What follows belongs to an exercise in optimizing a design on an open flow for small area; a production flow would make more cautious choices. Function was checked by simulation only, so behaviour that the tests miss may differ from the original.

the previous run:
// tim_servo
module tim_servo (
    input  wire        clk,
    input  wire        rst,
    input  wire [1:0]  mode,         
    input  wire        step_en,
    input  wire [5:0]  kp,           
    input  wire [5:0]  ki,           
    input  wire [31:0] step_thr,     
    input  wire [31:0] clamp_ppb,    
    input  wire [15:0] lock_thr,     
    input  wire [7:0]  lock_n,       
    input  wire [31:0] bias,         
    input  wire        freeze,       
    input  wire        no_step,      
    input  wire        inc_wr,
    input  wire [63:0] inc_wdata,
    input  wire        step_wr,
    input  wire [63:0] step_wdata,
    input  wire        sample_valid,
    input  wire [63:0] sample_off,
    output wire [31:0] tim_ns,
    output wire [31:0] tim_wrap,
    output wire [63:0] tim_inc,
    output wire        clamped,
    output wire        locked,
    output wire        evt_wrap,
    output wire        evt_step,
    output wire [31:0] step_count,
    output wire [31:0] step_rej,
    output wire [31:0] sample_count,
    output wire [31:0] last_step
);
export LEC_CHECK = 0
export CAP_MARGIN = 20
export CORE_MARGIN = 2
export CORE_UTILIZATION = 40
export SLEW_MARGIN = 20
create_clock -name core_clock -period 20.0 [get_ports {clk}]
standard.sh (not shown) runs the stock make flow with config.mk's settings and CLKGATE_MAP_FILE= SYNTH_SCRIPT=/design/flow/synth_recipe.tcl, a recipe that flattens the netlist after the stock synthesis.
==> flow/flow/run.sh <==
#!/bin/bash
set -euo pipefail
bash standard.sh "BUFFER_PORTS_ARGS=-buffer_cell sky130_fd_sc_hd__buf_1" finish > make_finish.log 2>&1
> inputs changed (the previous run -> the current run)
-- flow/design.v --
<<< the previous run, line 65
    reg  [18:0] xq;            
    reg  [2:0]  ccnt;          
    reg  [44:0] macc;          
    genvar gi;
    wire manual   = (mode == 2'd0) || (mode == 2'd3);
>>> the current run, line 65
    reg  [18:0] xq;            
    reg  [2:0]  ccnt;          
    reg  [44:0] macc;
    reg  [23:0] c_q;           
    genvar gi;
    wire manual   = (mode == 2'd0) || (mode == 2'd3);
<<< the previous run, line 149
    wire        negwin = svstep && (pcnt >= 7'd17) && (pcnt <= 7'd32);
    wire [4:0]  nsum   = {1'b0, ~oh} + {4'd0, (pcnt == 7'd17) | nc};
    wire        uxfer  = pend && !manual && !svstep && (pcnt >= 7'd37) && (pcnt <= 7'd43);
    wire [3:0]  tail   = negwin ? nsum[3:0] : uxfer ? macc[20:17] : oh;
    wire [63:0] ring_delta = {ring[3:0], ring[63:4]};
    wire [6:0]  sst    = {3'd0, kp[5:2]} + 7'd12;            
>>> the current run, line 150
    wire        negwin = svstep && (pcnt >= 7'd17) && (pcnt <= 7'd32);
    wire [4:0]  nsum   = {1'b0, ~oh} + {4'd0, (pcnt == 7'd17) | nc};
    wire [3:0]  tail   = negwin ? nsum[3:0] : oh;
    wire [63:0] ring_delta = {ring[3:0], ring[63:4]};
    wire [6:0]  sst    = {3'd0, kp[5:2]} + 7'd12;            
<<< the previous run, line 185
    wire        crun   = (ccnt != 3'd5);
    wire [6:0]  bk     = pcnt - sst + 7'd10;                   
    wire        brun   = pend && !manual && (pcnt + 7'd10 >= sst) && (bk <= 7'd16);
    wire        mxfer  = pend && !manual && (pcnt >= 7'd37) && (pcnt <= 7'd43);
    wire        crestart = chg || (rst && pend && !manual) || (pend && !manual && (pcnt == 7'd43));
    wire [19:0] bt;
    wire [18:0] babs;
>>> the current run, line 185
    wire        crun   = (ccnt != 3'd5);
    wire [6:0]  bk     = pcnt - sst + 7'd10;                   
    wire        brun   = pend && (pcnt + 7'd10 >= sst) && (bk <= 7'd16);
    wire [19:0] bt;
    wire [18:0] babs;
<<< the previous run, line 210
        endcase
    end
    wire        mdig   = brun ? (bk <= 7'd4) : !mxfer;
    reg  [48:0] mk;
    always @(*) begin
>>> the current run, line 208
        endcase
    end
    wire        mdig   = brun ? (bk <= 7'd4) : 1'b1;
    reg  [48:0] mk;
    always @(*) begin
<<< the previous run, line 233
        endcase
    end
    wire        mclr   = brun ? (bk == 7'd0) : !mxfer && (ccnt == 3'd0);
    wire [47:0] msum0;
    wire [6:0]  mbc;
>>> the current run, line 231
        endcase
    end
    wire        mclr   = brun ? (bk == 7'd0) : (ccnt == 3'd0);
    wire [47:0] msum0;
    wire [6:0]  mbc;
<<< the previous run, line 239
    wire [48:0] msum   = {mk[48] ^ mbc[6], msum0};
    wire [44:0] mnext  = msum[48:4];
    wire [23:0] cc     = macc[43:20];
    wire [24:0] cor;
    assign cor[0] = 1'b0;
>>> the current run, line 237
    wire [48:0] msum   = {mk[48] ^ mbc[6], msum0};
    wire [44:0] mnext  = msum[48:4];
    wire [23:0] cc     = c_q;
    wire [24:0] cor;
    assign cor[0] = 1'b0;
<<< the previous run, line 252
    wire [24:0] wd25   = {~inc_wdata[34], inc_wdata[23:0]};
    wire        wneg   = whi0 && !inc_wdata[34];
    wire [24:0] u25    = ring[44:20];
    wire [24:0] xv     = sv_apply ? u25 : wd25;
    wire        xfits  = sv_apply ? ufits : wfits;
>>> the current run, line 250
    wire [24:0] wd25   = {~inc_wdata[34], inc_wdata[23:0]};
    wire        wneg   = whi0 && !inc_wdata[34];
    wire [24:0] u25    = macc[41:17];
    wire [24:0] xv     = sv_apply ? u25 : wd25;
    wire        xfits  = sv_apply ? ufits : wfits;
<<< the previous run, line 311
    always @(posedge clk) begin
        xq <= clamp_ppb[18:0];
        if (crestart) begin
            ccnt <= 3'd0;
        end else if (crun && !brun && !mxfer) begin
            ccnt <= ccnt + 3'd1;
            macc <= mnext;
        end else if (mxfer) begin
            macc <= mnext;
        end else if (brun) begin
            if (bk >= 7'd10)
>>> the current run, line 309
    always @(posedge clk) begin
        xq <= clamp_ppb[18:0];
        if (rst || chg) begin
            ccnt <= 3'd0;
        end else if (crun && !brun) begin
            ccnt <= ccnt + 3'd1;
            macc <= mnext;
            if (ccnt == 3'd4)
                c_q <= mnext[43:20];
        end else if (brun) begin
            if (bk >= 7'd10)
[summary]
- For the previous run and the current run, there was not a single run that failed to finish clean.
- Looking at number of antenna violations at the first check in global routing, the current run sits 3 below the previous run.
- Against the previous run as the reference, the current run delivers a higher number of flops mapped to enable cells by yosys.
- Highest clock frequency the design can meet: the current run better than the previous run
- The current run ended with more share of cell area taken by muxes after synthesis than the previous run.
- Between the previous run and the current run, actual slew at the worst max-slew pin is higher for the previous run, the current run comes in under that.
- Layout net count for the current run: 66 down relative to the previous run
- Relative to the previous run, final-layout worst hold slack increased by 0.010 ns in the current run.

[separate check: timing with driven ports]
No port has a modelled driver above. Below, the same layouts with a new extraction and two added sets of constraints.
Step 1 (the two cells are an assumption about what drives the block):
set clk [get_ports {clk}]
set_driving_cell -lib_cell sky130_fd_sc_hd__clkbuf_16 $clk
set_driving_cell -lib_cell sky130_fd_sc_hd__buf_2 [delete_from_list [all_inputs] $clk]
Step 2, shift: input delay + t, output delay - t, t = (earliest + latest rising clock arrival at the registers) / 2. This alone moves slack from input paths to output paths.
a / b / c = ideal / step 1 / step 2; a / b = the first two.
| run | t (ns) | slack for setup (ns) | hold WS [ns] | worst setup path at the end | cell pins on the clock port's net |
|---|---|---|---|---|---|
| the previous run | 0.690 | 2.061 / 2.061 / 2.061 | 0.439 / 0.439 / 0.439 | register to register | 1 |
| the current run | 0.695 | 4.017 / 4.017 / 3.570 | 0.449 / 0.449 / 0.449 | input to register | 1 |
After both steps every run listed still meets setup and hold. The setup slack of the current run, which loses most, moves by 0.000 ns with the drivers and by -0.447 ns with both steps.
